Background: an optimization exercise with open tools, aiming at small area and a short achievable clock period. Do not read the settings as production practice.
In this exercise RTL edits were held to simulation tests only and were not proved equivalent to the original.
Power figures rest on the tool's default switching activity, not on a simulated workload.

`flow/design.v`:
```
module fmt_convert (
    input  wire        clk,
    input  wire        rst,
    input  wire        in_valid,
    input  wire [3:0]  in_src,
    input  wire [3:0]  in_dst,
    input  wire [63:0] in_data,
    output reg         out_valid,
    output reg  [63:0] out_data
);
    function [10:0] add10;
        input [9:0] a;
        input [9:0] b;
        input       cin;
        reg   [9:0] g, p, gg, pp;
        integer l, i, j;
        begin
            g = a & b;
            p = a ^ b;
            gg = g;
            pp = p;
            gg[0] = g[0] | (p[0] & cin);
            for (l = 0; l < 4; l = l + 1)
                for (i = 0; i < 10; i = i + 1)
                    if ((i >> l) & 1) begin
                        j = ((i >> l) << l) - 1;
                        gg[i] = gg[i] | (pp[i] & gg[j]);
                        pp[i] = pp[i] & pp[j];
                    end
            add10[0] = p[0] ^ cin;
            for (i = 1; i < 10; i = i + 1)
                add10[i] = p[i] ^ gg[i-1];
            add10[10] = gg[9];
        end
    endfunction
    function [25:0] inc25;
        input [24:0] a;
        input        cin;
        reg   [24:0] pp;
        integer l, i, j;
        begin
            pp = a;
            for (l = 0; l < 5; l = l + 1)
                for (i = 0; i < 25; i = i + 1)
                    if ((i >> l) & 1) begin
                        j = ((i >> l) << l) - 1;
                        pp[i] = pp[i] & pp[j];
                    end
            inc25[0] = a[0] ^ cin;
            for (i = 1; i < 25; i = i + 1)
                inc25[i] = a[i] ^ (cin & pp[i-1]);
            inc25[25] = cin & pp[24];
        end
    endfunction
    function [9:0] t_tab;
        input       si;      
        input [2:0] s;
        input [2:0] d;
        begin
            case ({si, s, d})
                7'd0: t_tab = 10'h3FF;
                7'd1: t_tab = 10'h3FF;
                7'd2: t_tab = 10'h38F;
                7'd3: t_tab = 10'h38F;
                7'd4: t_tab = 10'h387;
                7'd5: t_tab = 10'h383;
                7'd6: t_tab = 10'h381;
                7'd7: t_tab = 10'h381;
                7'd8: t_tab = 10'h3FF;
                7'd9: t_tab = 10'h3FF;
                7'd10: t_tab = 10'h38F;
                7'd11: t_tab = 10'h38F;
                7'd12: t_tab = 10'h387;
                7'd13: t_tab = 10'h383;
                7'd14: t_tab = 10'h381;
                7'd15: t_tab = 10'h381;
                7'd16: t_tab = 10'h06F;
                7'd17: t_tab = 10'h06F;
                7'd18: t_tab = 10'h3FF;
                7'd19: t_tab = 10'h3FF;
                7'd20: t_tab = 10'h3F7;
                7'd21: t_tab = 10'h3F3;
                7'd22: t_tab = 10'h3F1;
                7'd23: t_tab = 10'h3F1;
                7'd24: t_tab = 10'h06F;
                7'd25: t_tab = 10'h06F;
                7'd26: t_tab = 10'h3FF;
                7'd27: t_tab = 10'h3FF;
                7'd28: t_tab = 10'h3F7;
                7'd29: t_tab = 10'h3F3;
                7'd30: t_tab = 10'h3F1;
                7'd31: t_tab = 10'h3F1;
                7'd32: t_tab = 10'h077;
                7'd33: t_tab = 10'h077;
                7'd34: t_tab = 10'h007;
                7'd35: t_tab = 10'h007;
                7'd36: t_tab = 10'h3FF;
                7'd37: t_tab = 10'h3FB;
                7'd38: t_tab = 10'h3F9;
                7'd39: t_tab = 10'h3F9;
                7'd40: t_tab = 10'h07B;
                7'd41: t_tab = 10'h07B;
                7'd42: t_tab = 10'h00B;
                7'd43: t_tab = 10'h00B;
                7'd44: t_tab = 10'h003;
                7'd45: t_tab = 10'h3FF;
                7'd46: t_tab = 10'h3FD;
                7'd47: t_tab = 10'h3FD;
                7'd48: t_tab = 10'h07D;
                7'd49: t_tab = 10'h07D;
                7'd50: t_tab = 10'h00D;
                7'd51: t_tab = 10'h00D;
                7'd52: t_tab = 10'h005;
                7'd53: t_tab = 10'h001;
                7'd54: t_tab = 10'h3FF;
                7'd55: t_tab = 10'h3FF;
                7'd56: t_tab = 10'h07D;
                7'd57: t_tab = 10'h07D;
                7'd58: t_tab = 10'h00D;
                7'd59: t_tab = 10'h00D;
                7'd60: t_tab = 10'h005;
                7'd61: t_tab = 10'h001;
                7'd62: t_tab = 10'h3FF;
                7'd63: t_tab = 10'h3FF;
                default: t_tab = 10'h000;
            endcase
            if (si)
                case (d)
                    3'd0: t_tab = 10'h0BD;
                    3'd1: t_tab = 10'h0BD;
                    3'd2: t_tab = 10'h04D;
                    3'd3: t_tab = 10'h04D;
                    3'd4: t_tab = 10'h045;
                    3'd5: t_tab = 10'h041;
                    3'd6: t_tab = 10'h03F;
                    3'd7: t_tab = 10'h03F;
                endcase
        end
    endfunction
    function [9:0] r_tab;
        input       di;      
        input [2:0] s;
        input [2:0] d;
        begin
            case ({di, s, d})
                7'd0: r_tab = 10'h029;
                7'd1: r_tab = 10'h039;
                7'd2: r_tab = 10'h0A6;
                7'd3: r_tab = 10'h0AE;
                7'd4: r_tab = 10'h0B5;
                7'd5: r_tab = 10'h0BA;
                7'd6: r_tab = 10'h0BB;
                7'd7: r_tab = 10'h0BD;
                7'd8: r_tab = 10'h029;
                7'd9: r_tab = 10'h039;
                7'd10: r_tab = 10'h0A6;
                7'd11: r_tab = 10'h0AE;
                7'd12: r_tab = 10'h0B5;
                7'd13: r_tab = 10'h0BA;
                7'd14: r_tab = 10'h0BB;
                7'd15: r_tab = 10'h0BD;
                7'd16: r_tab = 10'h3B9;
                7'd17: r_tab = 10'h3C9;
                7'd18: r_tab = 10'h036;
                7'd19: r_tab = 10'h03E;
                7'd20: r_tab = 10'h045;
                7'd21: r_tab = 10'h04A;
                7'd22: r_tab = 10'h04B;
                7'd23: r_tab = 10'h04D;
                7'd24: r_tab = 10'h3B9;
                7'd25: r_tab = 10'h3C9;
                7'd26: r_tab = 10'h036;
                7'd27: r_tab = 10'h03E;
                7'd28: r_tab = 10'h045;
                7'd29: r_tab = 10'h04A;
                7'd30: r_tab = 10'h04B;
                7'd31: r_tab = 10'h04D;
                7'd32: r_tab = 10'h3B1;
                7'd33: r_tab = 10'h3C1;
                7'd34: r_tab = 10'h02E;
                7'd35: r_tab = 10'h036;
                7'd36: r_tab = 10'h03D;
                7'd37: r_tab = 10'h042;
                7'd38: r_tab = 10'h043;
                7'd39: r_tab = 10'h045;
                7'd40: r_tab = 10'h3AD;
                7'd41: r_tab = 10'h3BD;
                7'd42: r_tab = 10'h02A;
                7'd43: r_tab = 10'h032;
                7'd44: r_tab = 10'h039;
                7'd45: r_tab = 10'h03E;
                7'd46: r_tab = 10'h03F;
                7'd47: r_tab = 10'h041;
                7'd48: r_tab = 10'h3AB;
                7'd49: r_tab = 10'h3BB;
                7'd50: r_tab = 10'h028;
                7'd51: r_tab = 10'h030;
                7'd52: r_tab = 10'h037;
                7'd53: r_tab = 10'h03C;
                7'd54: r_tab = 10'h03D;
                7'd55: r_tab = 10'h03F;
                7'd56: r_tab = 10'h3AB;
                7'd57: r_tab = 10'h3BB;
                7'd58: r_tab = 10'h028;
                7'd59: r_tab = 10'h030;
                7'd60: r_tab = 10'h037;
                7'd61: r_tab = 10'h03C;
                7'd62: r_tab = 10'h03D;
                7'd63: r_tab = 10'h03F;
                7'd64: r_tab = 10'h0BE;
                7'd65: r_tab = 10'h0BE;
                7'd66: r_tab = 10'h0BE;
                7'd67: r_tab = 10'h0BE;
                7'd68: r_tab = 10'h0BE;
                7'd69: r_tab = 10'h0BE;
                7'd70: r_tab = 10'h0BE;
                7'd71: r_tab = 10'h0BE;
                7'd72: r_tab = 10'h0BE;
                7'd73: r_tab = 10'h0BE;
                7'd74: r_tab = 10'h0BE;
                7'd75: r_tab = 10'h0BE;
                7'd76: r_tab = 10'h0BE;
                7'd77: r_tab = 10'h0BE;
                7'd78: r_tab = 10'h0BE;
                7'd79: r_tab = 10'h0BE;
                7'd80: r_tab = 10'h04E;
                7'd81: r_tab = 10'h04E;
                7'd82: r_tab = 10'h04E;
                7'd83: r_tab = 10'h04E;
                7'd84: r_tab = 10'h04E;
                7'd85: r_tab = 10'h04E;
                7'd86: r_tab = 10'h04E;
                7'd87: r_tab = 10'h04E;
                7'd88: r_tab = 10'h04E;
                7'd89: r_tab = 10'h04E;
                7'd90: r_tab = 10'h04E;
                7'd91: r_tab = 10'h04E;
                7'd92: r_tab = 10'h04E;
                7'd93: r_tab = 10'h04E;
                7'd94: r_tab = 10'h04E;
                7'd95: r_tab = 10'h04E;
                7'd96: r_tab = 10'h046;
                7'd97: r_tab = 10'h046;
                7'd98: r_tab = 10'h046;
                7'd99: r_tab = 10'h046;
                7'd100: r_tab = 10'h046;
                7'd101: r_tab = 10'h046;
                7'd102: r_tab = 10'h046;
                7'd103: r_tab = 10'h046;
                7'd104: r_tab = 10'h042;
                7'd105: r_tab = 10'h042;
                7'd106: r_tab = 10'h042;
                7'd107: r_tab = 10'h042;
                7'd108: r_tab = 10'h042;
                7'd109: r_tab = 10'h042;
                7'd110: r_tab = 10'h042;
                7'd111: r_tab = 10'h042;
                7'd112: r_tab = 10'h040;
                7'd113: r_tab = 10'h040;
                7'd114: r_tab = 10'h040;
                7'd115: r_tab = 10'h040;
                7'd116: r_tab = 10'h040;
                7'd117: r_tab = 10'h040;
                7'd118: r_tab = 10'h040;
                7'd119: r_tab = 10'h040;
                7'd120: r_tab = 10'h040;
                7'd121: r_tab = 10'h040;
                7'd122: r_tab = 10'h040;
                7'd123: r_tab = 10'h040;
                7'd124: r_tab = 10'h040;
                7'd125: r_tab = 10'h040;
                7'd126: r_tab = 10'h040;
                7'd127: r_tab = 10'h040;
                default: r_tab = 10'h000;
            endcase
        end
    endfunction
    function [7:0] b_tab;
        input       di;
        input [2:0] s;
        input [1:0] d;
        begin
            case ({di, s, d})
                6'd32: b_tab = 8'd130;
                6'd33: b_tab = 8'd134;
                6'd34: b_tab = 8'd158;
                6'd35: b_tab = 8'd190;
                6'd36: b_tab = 8'd130;
                6'd37: b_tab = 8'd134;
                6'd38: b_tab = 8'd158;
                6'd39: b_tab = 8'd190;
                6'd40: b_tab = 8'd18;
                6'd41: b_tab = 8'd22;
                6'd42: b_tab = 8'd46;
                6'd43: b_tab = 8'd78;
                6'd44: b_tab = 8'd18;
                6'd45: b_tab = 8'd22;
                6'd46: b_tab = 8'd46;
                6'd47: b_tab = 8'd78;
                6'd48: b_tab = 8'd10;
                6'd49: b_tab = 8'd14;
                6'd50: b_tab = 8'd38;
                6'd51: b_tab = 8'd70;
                6'd52: b_tab = 8'd6;
                6'd53: b_tab = 8'd10;
                6'd54: b_tab = 8'd34;
                6'd55: b_tab = 8'd66;
                6'd56: b_tab = 8'd4;
                6'd57: b_tab = 8'd8;
                6'd58: b_tab = 8'd32;
                6'd59: b_tab = 8'd64;
                6'd60: b_tab = 8'd4;
                6'd61: b_tab = 8'd8;
                6'd62: b_tab = 8'd32;
                6'd63: b_tab = 8'd64;
                default: b_tab = 8'd255;
            endcase
        end
    endfunction
    reg        s0_valid;
    reg [3:0]  s0_src;
    reg [3:0]  s0_dst;
    reg [63:0] s0_data;
    reg [63:0] in_ext;
    always @* begin
        case (in_src)
            4'd8:    in_ext = {{60{in_data[3]}}, in_data[3:0]};
            4'd9:    in_ext = {{56{in_data[7]}}, in_data[7:0]};
            4'd10:   in_ext = {{32{in_data[31]}}, in_data[31:0]};
            default: in_ext = in_data;
        endcase
    end
    always @(posedge clk) begin
        if (rst)
            s0_valid <= 1'b0;
        else
            s0_valid <= in_valid;
        s0_src  <= in_src;
        s0_dst  <= in_dst;
        s0_data <= in_ext;
    end
    wire [63:0] d = s0_data;
    wire src_int = s0_src[3] & ~s0_src[2];    
    wire src_ok  = ~s0_src[3] | src_int;
    wire dst_int = s0_dst[3] & ~s0_dst[2];
    wire dst_ok  = ~s0_dst[3] | dst_int;
    reg        f_sign;
    reg [7:0]  f_e;       
    reg [22:0] f_m;       
    reg        f_nan;
    reg        f_inf;
    always @* begin
        f_sign = 1'b0; f_e = 8'd0; f_m = 23'd0;
        f_nan = 1'b0; f_inf = 1'b0;
        case (s0_src[2:0])
            3'd0: begin  
                f_sign = d[31]; f_e = d[30:23]; f_m = d[22:0];
                f_nan = (&d[30:23]) & (|d[22:0]); f_inf = (&d[30:23]) & ~(|d[22:0]);
            end
            3'd1: begin  
                f_sign = d[15]; f_e = d[14:7]; f_m = {d[6:0], 16'd0};
                f_nan = (&d[14:7]) & (|d[6:0]); f_inf = (&d[14:7]) & ~(|d[6:0]);
            end
            3'd2: begin  
                f_sign = d[15]; f_e = {3'd0, d[14:10]}; f_m = {d[9:0], 13'd0};
                f_nan = (&d[14:10]) & (|d[9:0]); f_inf = (&d[14:10]) & ~(|d[9:0]);
            end
            3'd3: begin  
                f_sign = d[7]; f_e = {3'd0, d[6:2]}; f_m = {d[1:0], 21'd0};
                f_nan = (&d[6:2]) & (|d[1:0]); f_inf = (&d[6:2]) & ~(|d[1:0]);
            end
            3'd4: begin  
                f_sign = d[7]; f_e = {4'd0, d[6:3]}; f_m = {d[2:0], 20'd0};
                f_nan = &d[6:0];
            end
            3'd5: begin  
                f_sign = d[5]; f_e = {5'd0, d[4:2]}; f_m = {d[1:0], 21'd0};
            end
            3'd6: begin  
                f_sign = d[5]; f_e = {6'd0, d[4:3]}; f_m = {d[2:0], 20'd0};
            end
            default: begin  
                f_sign = d[3]; f_e = {6'd0, d[2:1]}; f_m = {d[0], 22'd0};
            end
        endcase
    end
    wire [63:0] ival = d;
    wire i_sign = ival[63];
    wire        f_hid = |f_e;
    wire [23:0] f_sig = {f_hid, f_m};
    wire [7:0]  f_e1  = {f_e[7:1], f_e[0] | ~f_hid};    
    wire a_sign = src_int ? i_sign : f_sign;
    wire a_nan  = ~src_int & f_nan;
    wire a_inf  = ~src_int & f_inf;
    wire ii     = src_int & dst_int;
    wire [63:0] x0 = src_int ? ival : {f_sig, 40'd0};
    wire        p  = src_int & i_sign;    
    wire [63:0] xq = x0 ^ {64{p}};
    wire [15:0] q4;
    genvar gq;
    generate
        for (gq = 0; gq < 16; gq = gq + 1) begin : g_q4
            assign q4[gq] = ~|xq[4*gq+3:4*gq];
        end
    endgenerate
    wire [7:0] q8p;
    wire [3:0] q16p;
    wire [1:0] q32p;
    generate
        for (gq = 0; gq < 8; gq = gq + 1) begin : g_q8
            assign q8p[gq] = q4[2*gq+1] & q4[2*gq];
        end
        for (gq = 0; gq < 4; gq = gq + 1) begin : g_q16
            assign q16p[gq] = q8p[2*gq+1] & q8p[2*gq];
        end
        for (gq = 0; gq < 2; gq = gq + 1) begin : g_q32
            assign q32p[gq] = q16p[2*gq+1] & q16p[2*gq];
        end
    endgenerate
    wire z5 = q32p[1];
    wire z4 = z5 ? q16p[1] : q16p[3];
    wire [2:0] a3 = {~z5, ~z4, 1'b1};             
    wire z3 = q8p[a3];
    wire [3:0] a2 = {~z5, ~z4, ~z3, 1'b1};        
    wire z2 = q4[a2];
    wire [63:0] x1 = z5 ? {x0[31:0], 32'd0} : x0;
    wire [63:0] x2 = z4 ? {x1[47:0], 16'd0} : x1;
    wire [63:0] x3 = z3 ? {x2[55:0], 8'd0} : x2;
    wire [63:0] x4 = z2 ? {x3[59:0], 4'd0} : x3;
    wire st_a = (~z5 & (|x0[6:0]))  | (~z4 & (|x1[22:7])) |
                (~z3 & (|x2[30:23])) | (~z2 & (|x3[34:31]));
    wire zero = src_int ? (~p & ~(|x4[63:60])) : ~(|f_sig);
    wire [9:0]  c1   = t_tab(src_int, s0_src[2:0], s0_dst[2:0]);
    wire [10:0] t_w  = add10({2'b00, src_int ? 8'd0 : f_e1}, c1, 1'b0);
    wire [9:0]  t_fb = t_w[9:0];
    reg [23:0] tmask;
    integer j;
    always @* begin
        for (j = 0; j < 24; j = j + 1)
            tmask[23 - j] = ($signed(c1) >= j - 1);
    end
    wire sub = ~src_int & (f_hid ? t_fb[9] : ~(|(f_sig & tmask)));
    wire        neg2 = dst_int & f_sign;
    wire [25:0] nsig = inc25({1'b1, ~f_sig}, 1'b1);
    wire [24:0] s25  = neg2 ? nsig[24:0] : {1'b0, f_sig};
    wire [10:0] r_w  = add10(r_tab(dst_int, s0_src[2:0], s0_dst[2:0]), ~{2'b00, f_e1}, 1'b1);
    wire        r_big = r_w[9] | r_w[8] | r_w[7] | (r_w[6] & (r_w[5:0] >= 6'd2));
    wire [6:0]  rsh  = r_big ? 7'd66 : r_w[6:0];
    wire [10:0] b_w  = add10({2'b00, f_e1}, ~{2'b00, b_tab(dst_int, s0_src[2:0], s0_dst[1:0])}, 1'b1);
    wire        i_big = b_w[10];
    wire z1 = ~|(x4[63:62] ^ {2{p}});
    wire [63:0] x5 = z1 ? {x4[61:0], 2'd0} : x4;
    wire z0 = ~(x5[63] ^ p);
    wire [25:0] n  = z0 ? x5[62:37] : x5[63:38];   
    wire st_n = st_a | (~z1 & (|x4[36:35])) | (~z0 & x5[37]);
    wire signed [65:0] sv = {s25, 41'd0};
    wire [65:0] shd = sv >>> rsh;
    reg  [23:0] smask;
    integer k;
    always @* begin
        for (k = 0; k < 24; k = k + 1)
            smask[k] = (rsh > (k + 41));
    end
    wire sb   = |(s25[23:0] & smask);
    wire use2 = dst_int | sub;
    reg        s1_valid;
    reg [3:0]  s1_dst;
    reg        s1_ok;
    reg        s1_ii;
    reg        s1_sign;
    reg        s1_negi;     
    reg        s1_neg2;     
    reg        s1_nan;
    reg        s1_inf;
    reg        s1_zero;
    reg        s1_big;
    reg        s1_use2;     
    reg        s1_g;        
    reg        s1_st;       
    reg [9:0]  s1_t;
    reg [5:0]  s1_lz;
    reg [63:0] s1_x;        
    always @(posedge clk) begin
        if (rst)
            s1_valid <= 1'b0;
        else
            s1_valid <= s0_valid;
        s1_dst  <= s0_dst;
        s1_ok   <= src_ok & dst_ok;
        s1_ii   <= ii;
        s1_sign <= a_sign;
        s1_negi <= src_int & i_sign & ~dst_int;
        s1_neg2 <= neg2;
        s1_nan  <= a_nan;
        s1_inf  <= a_inf;
        s1_zero <= zero;
        s1_big  <= i_big;
        s1_use2 <= use2;
        s1_g    <= shd[0];
        s1_st   <= use2 ? sb : st_n;
        s1_t    <= t_fb;
        s1_lz   <= {z5, z4, z3, z2, z1, z0};
        s1_x    <= ii ? ival : use2 ? shd[64:1] : {38'd0, n};
    end
    wire [25:0] nn = s1_x[25:0];
    reg [23:0] ka;
    reg        ga;
    reg        sa;
    always @* begin
        case (s1_dst[2:0])
            3'd0:    begin ka = nn[25:2];           ga = nn[1];  sa = nn[0];       end
            3'd1:    begin ka = {16'd0, nn[25:18]}; ga = nn[17]; sa = |nn[16:0];   end
            3'd2:    begin ka = {13'd0, nn[25:15]}; ga = nn[14]; sa = |nn[13:0];   end
            3'd3,
            3'd5:    begin ka = {21'd0, nn[25:23]}; ga = nn[22]; sa = |nn[21:0];   end
            3'd4,
            3'd6:    begin ka = {20'd0, nn[25:22]}; ga = nn[21]; sa = |nn[20:0];   end
            default: begin ka = {22'd0, nn[25:24]}; ga = nn[23]; sa = |nn[22:0];   end
        endcase
    end
    wire [10:0] n_w  = add10(s1_t, ~{4'd0, s1_lz}, 1'b1);
    wire [63:0] s2_k   = (s1_ii | s1_use2) ? s1_x : {40'd0, ka};
    wire        gg     = s1_use2 ? s1_g : ga;
    wire        ss     = s1_st | (~s1_use2 & sa);
    wire        s2_rnd = ~s1_ii & gg & (ss | s2_k[0]);
    wire [8:0]  s2_fb  = s1_use2 ? 9'd0 : n_w[8:0];
    wire [3:0]  s2_dst = s1_dst;
    wire        s2_ok = s1_ok, s2_ii = s1_ii, s2_sign = s1_sign, s2_negi = s1_negi,
                s2_neg2 = s1_neg2, s2_nan = s1_nan, s2_inf = s1_inf, s2_zero = s1_zero,
                s2_big = s1_big, s2_valid = s1_valid;
    wire        dint = s2_dst[3];
    wire [25:0] lo   = inc25(s2_k[24:0] ^ {25{s2_negi}}, s2_rnd ^ s2_negi);
    wire        c25  = lo[25];
    wire [63:0] incd = {s2_k[63:26] ^ {38{c25 & s2_neg2}}, s2_k[25] ^ c25, lo[24:0]};
    reg        i_top;      
    reg [63:0] i_lim;
    always @* begin
        case (s2_dst[1:0])
            2'd0:    begin i_top = incd[3];  i_lim = s2_sign ? 64'h8 : 64'h7; end
            2'd1:    begin i_top = incd[7];  i_lim = s2_sign ? 64'h80 : 64'h7F; end
            2'd2:    begin i_top = incd[31]; i_lim = s2_sign ? 64'h8000_0000 : 64'h7FFF_FFFF; end
            default: begin i_top = incd[63]; i_lim = s2_sign ? 64'h8000_0000_0000_0000 : 64'h7FFF_FFFF_FFFF_FFFF; end
        endcase
    end
    wire        i_sat = ~s2_ii & (s2_inf | s2_big | (~s2_sign & i_top));
    wire [63:0] ires0 = (s2_nan | (s2_zero & ~s2_ii)) ? 64'd0 :
                        i_sat ? i_lim : incd;
    reg  [63:0] ires;
    always @* begin
        case (s2_dst[1:0])
            2'd0:    ires = {60'd0, ires0[3:0]};
            2'd1:    ires = {56'd0, ires0[7:0]};
            2'd2:    ires = {32'd0, ires0[31:0]};
            default: ires = ires0;
        endcase
    end
    reg [1:0] r_hi;
    reg [8:0] elim;     
    always @* begin
        case (s2_dst[2:0])
            3'd0:    begin r_hi = lo[24:23]; elim = 9'd255; end
            3'd1:    begin r_hi = lo[8:7];   elim = 9'd255; end
            3'd2:    begin r_hi = lo[11:10]; elim = 9'd31;  end
            3'd3:    begin r_hi = lo[3:2];   elim = 9'd31;  end
            3'd4:    begin r_hi = lo[4:3];   elim = 9'd16;  end
            3'd5:    begin r_hi = lo[3:2];   elim = 9'd8;   end
            3'd6:    begin r_hi = lo[4:3];   elim = 9'd4;   end
            default: begin r_hi = lo[2:1];   elim = 9'd4;   end
        endcase
        r_hi[1] = r_hi[1] ^ s2_negi;
    end
    wire [10:0] fb1 = add10({1'b0, s2_fb}, 10'd1, 1'b0);
    wire [10:0] fb2 = add10({1'b0, s2_fb}, 10'd2, 1'b0);
    wire [10:0] sg0 = add10({1'b0, s2_fb}, ~{1'b0, elim}, 1'b1);
    wire [10:0] sg1 = add10({1'b0, fb1[8:0]}, ~{1'b0, elim}, 1'b1);
    wire [10:0] sg2 = add10({1'b0, fb2[8:0]}, ~{1'b0, elim}, 1'b1);
    wire        e4  = (s2_dst[2:0] == 3'd4);
    wire [8:0]  e_fld = r_hi[1] ? fb2[8:0] : r_hi[0] ? fb1[8:0] : s2_fb;
    wire        f_ge  = r_hi[1] ? sg2[10] : r_hi[0] ? sg1[10] : sg0[10];
    wire        f_15  = r_hi[1] ? (s2_fb == 9'd13) : r_hi[0] ? (s2_fb == 9'd14) : (s2_fb == 9'd15);
    wire        f_sat = f_ge | (e4 & f_15 & (&lo[2:0]));
    wire        o_sign = s2_sign & ~s2_nan;
    reg [63:0] fres;
    always @* begin
        fres = 64'd0;
        case (s2_dst[2:0])
            3'd0: begin
                if (s2_nan)                fres[30:0] = 31'h7FC0_0000;
                else if (s2_inf)           fres[30:0] = 31'h7F80_0000;
                else if (s2_zero)          fres[30:0] = 31'd0;
                else if (f_sat)            fres[30:0] = 31'h7F7F_FFFF;
                else                       fres[30:0] = {e_fld[7:0], lo[22:0]};
                fres[31] = o_sign;
            end
            3'd1: begin
                if (s2_nan)                fres[14:0] = 15'h7FC0;
                else if (s2_inf)           fres[14:0] = 15'h7F80;
                else if (s2_zero)          fres[14:0] = 15'd0;
                else if (f_sat)            fres[14:0] = 15'h7F7F;
                else                       fres[14:0] = {e_fld[7:0], lo[6:0]};
                fres[15] = o_sign;
            end
            3'd2: begin
                if (s2_nan)                fres[14:0] = 15'h7E00;
                else if (s2_inf)           fres[14:0] = 15'h7C00;
                else if (s2_zero)          fres[14:0] = 15'd0;
                else if (f_sat)            fres[14:0] = 15'h7BFF;
                else                       fres[14:0] = {e_fld[4:0], lo[9:0]};
                fres[15] = o_sign;
            end
            3'd3: begin
                if (s2_nan)                fres[6:0] = 7'h7E;
                else if (s2_inf)           fres[6:0] = 7'h7C;
                else if (s2_zero)          fres[6:0] = 7'd0;
                else if (f_sat)            fres[6:0] = 7'h7B;
                else                       fres[6:0] = {e_fld[4:0], lo[1:0]};
                fres[7] = o_sign;
            end
            3'd4: begin
                if (s2_nan)                fres[6:0] = 7'h7F;
                else if (s2_inf)           fres[6:0] = 7'h7E;
                else if (s2_zero)          fres[6:0] = 7'd0;
                else if (f_sat)            fres[6:0] = 7'h7E;
                else                       fres[6:0] = {e_fld[3:0], lo[2:0]};
                fres[7] = o_sign;
            end
            3'd5: begin
                if (s2_nan)                fres[4:0] = 5'd0;
                else if (s2_inf | f_sat)   fres[4:0] = 5'h1F;
                else if (s2_zero)          fres[4:0] = 5'd0;
                else                       fres[4:0] = {e_fld[2:0], lo[1:0]};
                fres[5] = o_sign;
            end
            3'd6: begin
                if (s2_nan)                fres[4:0] = 5'd0;
                else if (s2_inf | f_sat)   fres[4:0] = 5'h1F;
                else if (s2_zero)          fres[4:0] = 5'd0;
                else                       fres[4:0] = {e_fld[1:0], lo[2:0]};
                fres[5] = o_sign;
            end
            default: begin
                if (s2_nan)                fres[2:0] = 3'd0;
                else if (s2_inf | f_sat)   fres[2:0] = 3'h7;
                else if (s2_zero)          fres[2:0] = 3'd0;
                else                       fres[2:0] = {e_fld[1:0], lo[0]};
                fres[3] = o_sign;
            end
        endcase
    end
    wire [63:0] result = ~s2_ok ? 64'd0 : (dint ? ires : fres);
    always @(posedge clk) begin
        if (rst)
            out_valid <= 1'b0;
        else
            out_valid <= s2_valid;
        out_data <= result;
    end
endmodule
```
`flow/run.sh`:
```
#!/bin/bash
# synth_recipe.tcl (not shown) runs the flow's synth.tcl, then flattens the netlist and writes it again
# the make line also repeats each setting of config.mk as NAME=value (left out here)
make -C /OpenROAD-flow-scripts/flow DESIGN_CONFIG=/design/flow/config.mk WORK_HOME=/design/flow/orfs CLKGATE_MAP_FILE= SYNTH_SCRIPT=/design/flow/synth_recipe.tcl finish
```
`flow/config.mk`:
```
export PLATFORM = sky130hd
export DESIGN_NAME = fmt_convert
export DESIGN_NICKNAME = fmt_convert
export VERILOG_FILES = /design/flow/design.v
export SDC_FILE = /design/flow/constraint.sdc
export NUM_CORES = 4
export LEC_CHECK = 0
export ABC_AREA = 1
export CAP_MARGIN = 50
export CORE_MARGIN = 2
export CORE_UTILIZATION = 40
export SLEW_MARGIN = 80
```
`flow/constraint.sdc`:
```
create_clock -name core_clock -period 22.0 [get_ports {clk}]
set_input_delay 4.4000 -clock core_clock [delete_from_list [all_inputs] [get_ports {clk}]]
set_output_delay 4.4000 -clock core_clock [all_outputs]
set_load 0.01 [all_outputs]
```
==> reports/metrics.yaml <==
routing:
  first_iter_violations: 2985
  drt_first_pass_iters: 6
  viasPerCell: 5.685
  vias: 25041
  drc: 0
  wirelength_mm: 94.84
  final_antenna_net_count: 0
  routedWlPerCell_um: 21.53
power:
  p_int_mw: 1.139
  switching_share_pct: 47.41
  powerDensity_nw_per_um2: 83.06
  p_leak_nw: 11.76
  fin_total_pwr_mw: 2.166
  vdd_ir_drop_max_v: 0.00004686
  power.share.clock_pct: 21.4
  power_frac_comb_pct: 52.1
  seqPwrFrac_pct: 26.5
  p_sw_mw: 1.027
clocking:
  clockBufferDepth: 3
  clk_latency_ns: 0.60
  ctsHoldBuffers: 0
  post_cts_resized: 0
  cts_tree: "done"
  numCtsBuffers: 27
  cts-root-buf: "clkbuf_16"
  htree_levels: 1
  clock-sinks: 246
  post-cts-setup-buffers: 0
  clkTransAtPathRegs_ns: 0.06
sta:
  holdWs_ns: 0.3969
  clock_skew_ns: 0.03139
  rsz0062_at_grt: "false"
  setup_tns_ns: 0
  tightest_slew_ns: 0.3145
  finalCritPeriodShare_pct: 28.88
  maxSlewViolCount: 0
  setup_violations: 0
  hold_violations: 0
  min_period_ns: 6.354
  fmax_mhz: 157.4
  relSlewSlack_pct: 78.76
yosys:
  synthesis.nets: 3764
  ys_top_cells_by_area: "dfxtp_1 (23%), nand2_1 (21%), o21ai_0 (8.4%)"
  syn_inst: 3612
  synth_seq_area_share_pct: 23.34
  ys_seq_elements: 246
  yosysWarnings: 1
  synth_flop_cell: "dfxtp_1"
  syn_avg_cell_area_um2: 5.841
  synth.top_cell.area_share_pct: 23.34
  synth_area_leader_cell: "dfxtp_1"
  synth_edf_count: 0
  synth_area_um2: 21100
  synthArstFlopShare_pct: 0
  ys_types: 70
critical_path:
  r2r_cells: 37
  worst_setup_path_end_kind: "register"
  crit_required_ns: 22.46
  worstPathArrival_ns: 6.82
  critPathKind: "in2reg"
  start_kind: "input port"
  critical_path_peak_fanout: 26
floorplan:
  die_h_um: 233.7
  die_width_um: 233.7
  num_rows: 84
  die_area_um2: 54590
  initial_core_util_pct: 40.31
  io_pins: 140
  core_area_um2: 52340
flow_run:
  maxCapViolations: 0
finish:
  diodes: 0
  nets: 3848
  final_cells: 4405
  final_cell_area_um2: 26080
  drive_gt1_share_pct: 14.53
  area_growth_pct: 23.60
  final_common_cell: "nand2_1"
  mostFrequentLayoutCells: "nand2_1 (1159), nand3_1 (341), inv_1 (287)"
min_path:
  min_path_cells: 0
  min_path_type: "reg2reg"
place:
  place_inst: 4349
  hpwl_mm: 76.39
  io_buffer_count: 139
  post_dp_cell_area_um2: 24860
  gp_congestion: 1.082
outcome:
  status: "no timing/DRC/antenna violations"
global_routing:
  grt_overflow_total: 0
  track_usage_pct: 34.08
  grt_pass1_wl_mm: 140.9
  grt_max_degree: 42
  grt_pass1_vias: 22856
  antenna_found_initial: 0
==> layout make-up <==
| cell class | count | area, um^2 |
|---|---|---|
| clock inverters | 11 | 138.9 |
| multi-input cells | 2837 | 15590 |
| clock buffers | 39 | 760.7 |
| repair buffers | 237 | 2340 |
| flip-flops and latches | 246 | 4997 |
| fillers | 5517 | 26270 |
| inverters | 347 | 1386 |
| well taps | 688 | 860.8 |
==> kinds of logic (layout without fill, tap and decap cells) <==
logic type	Yosys count	in the layout	share of synthesized area (%)
AO/OA/AOI/OAI	718	718	18.97
XOR/XNOR	91	91	3.778
adder cells (fa/ha/maj)	77	77	4.887
buffers and inverters	529	634	10.14
flip-flops	246	246	23.34
multiplexers	5	5	0.2372
AND/OR/NAND/NOR	1946	1946	38.65
==> worst max-delay path, cell delays in order <==
cell             delay [ns]
clkdlybuf4s50_1        0.61
inv_1                  0.16
nand2_4                0.23
inv_1                  0.13
nand3_1                0.08
nand2_1                0.13
a41oi_4                0.21
buf_2                  0.21
buf_2                  0.19
buf_2                  0.19
buf_4                  0.16
o21ai_0                0.10
==> power groups by stage <==
stage | Clock [mW] | Combinational, mW | Sequential (mW)
after global placement | 0 | 1.01 | 0.577
final | 0.463 | 1.13 | 0.574
after CTS | 0.470 | 1.09 | 0.571
after detailed placement | 0 | 1.09 | 0.580
after floorplan | 0 | 0.702 | 0.550
after global routing | 0.491 | 1.24 | 0.578
==> cell usage after synthesis (3+ instances only) <==
library cell  number
o211ai_1          18
nand2_4            5
a31oi_1           14
xnor2_1           43
or2_1              4
o2111ai_1          8
nand4_1           29
buf_2             48
buf_4             12
ha_1              68
mux2i_1            5
clkinv_1           5
fa_1               9
o221ai_1           3
nand2_1         1184
nor3_1            35
clkbuf_1          96
nor2_1           270
a311oi_1           3
buf_6              6
or2_2             19
a31o_2             4
dfxtp_1          246
o21a_1             6
o21ai_0          353
nor2_2             5
xor2_1            48
nor3_2             3
a211oi_1           5
nand2_2           15
nand3b_1           3
o22ai_1           33
buf_1             20
nor4_1            15
inv_1            321
nand3_1          347
a21oi_1          189
o21ai_1           36
a22oi_1            5
o21bai_1           5
nand3_2            3
nor2_4             3
o31ai_1            7
inv_2             19
==> layer usage <==
layer  GRT usage [%]  vias up  share of wire (%)
met5               0        -                  0
met1           46.01    11433                 42
met4           18.87        0                6.7
met2           51.53     1356                 42
li1                -    11997                  -
met3           5.493      255                9.3
==> state kept, by name (all words and copies together), names as in the netlist, 4 cells and up, named ones only <==
name	count
s1_lz	6
s1_t	9
s0_dst	4
s1_x	64
s1_dst	4
s0_src	4
s0_data	64
out_data	64
==> worst paths after layout <==
path | from | to | slack, ns
setup reg to reg | s0_src[2]$_DFF_P_ | s1_x[14]$_DFF_P_ | 15.65
hold / removal | s0_dst[3]$_DFF_P_ | s1_dst[3]$_DFF_P_ | 0.40
setup / recovery | in_src[2] | s0_data[38]$_DFF_P_ | 15.65
hold reg to reg | s0_dst[3]$_DFF_P_ | s1_dst[3]$_DFF_P_ | 0.40
==> metrics by stage <==
step	util, %	setup slack, ns
2_1_floorplan	-	16.38
3_3_place_gp	43.56	14.52
3_5_place_dp	47.49	15.02
4_1_cts	49.21	15.64
5_1_grt	49.82	15.06
6_report	49.82	15.65

## afterwards: timing with drivers on the ports
In the flow no input, the clock included, has a driving cell. The finished layout below was timed again as built, in two steps. Step 1 sets driving cells, clkbuf_16 on the clock port and buf_2 on the other inputs (assumed; they add their load-dependent delay and slew). Step 2 times the ports against the registers' clock, not the clock port: input delays grow and output delays shrink by t, the midpoint of the rising clock arrivals with the driver on. Slacks: no drivers / after step 1 / after step 2; pairs: no drivers / after step 1.
t, ns: 0.648
slack for setup (ns): 15.646 / 15.648 / 15.010
slew at the worst register clock pin (ns): 0.07 / 0.07
After both steps setup and hold are still met in this run. For this run, drivers alone change the setup slack by +0.002 ns; drivers and shift together by -0.636 ns.
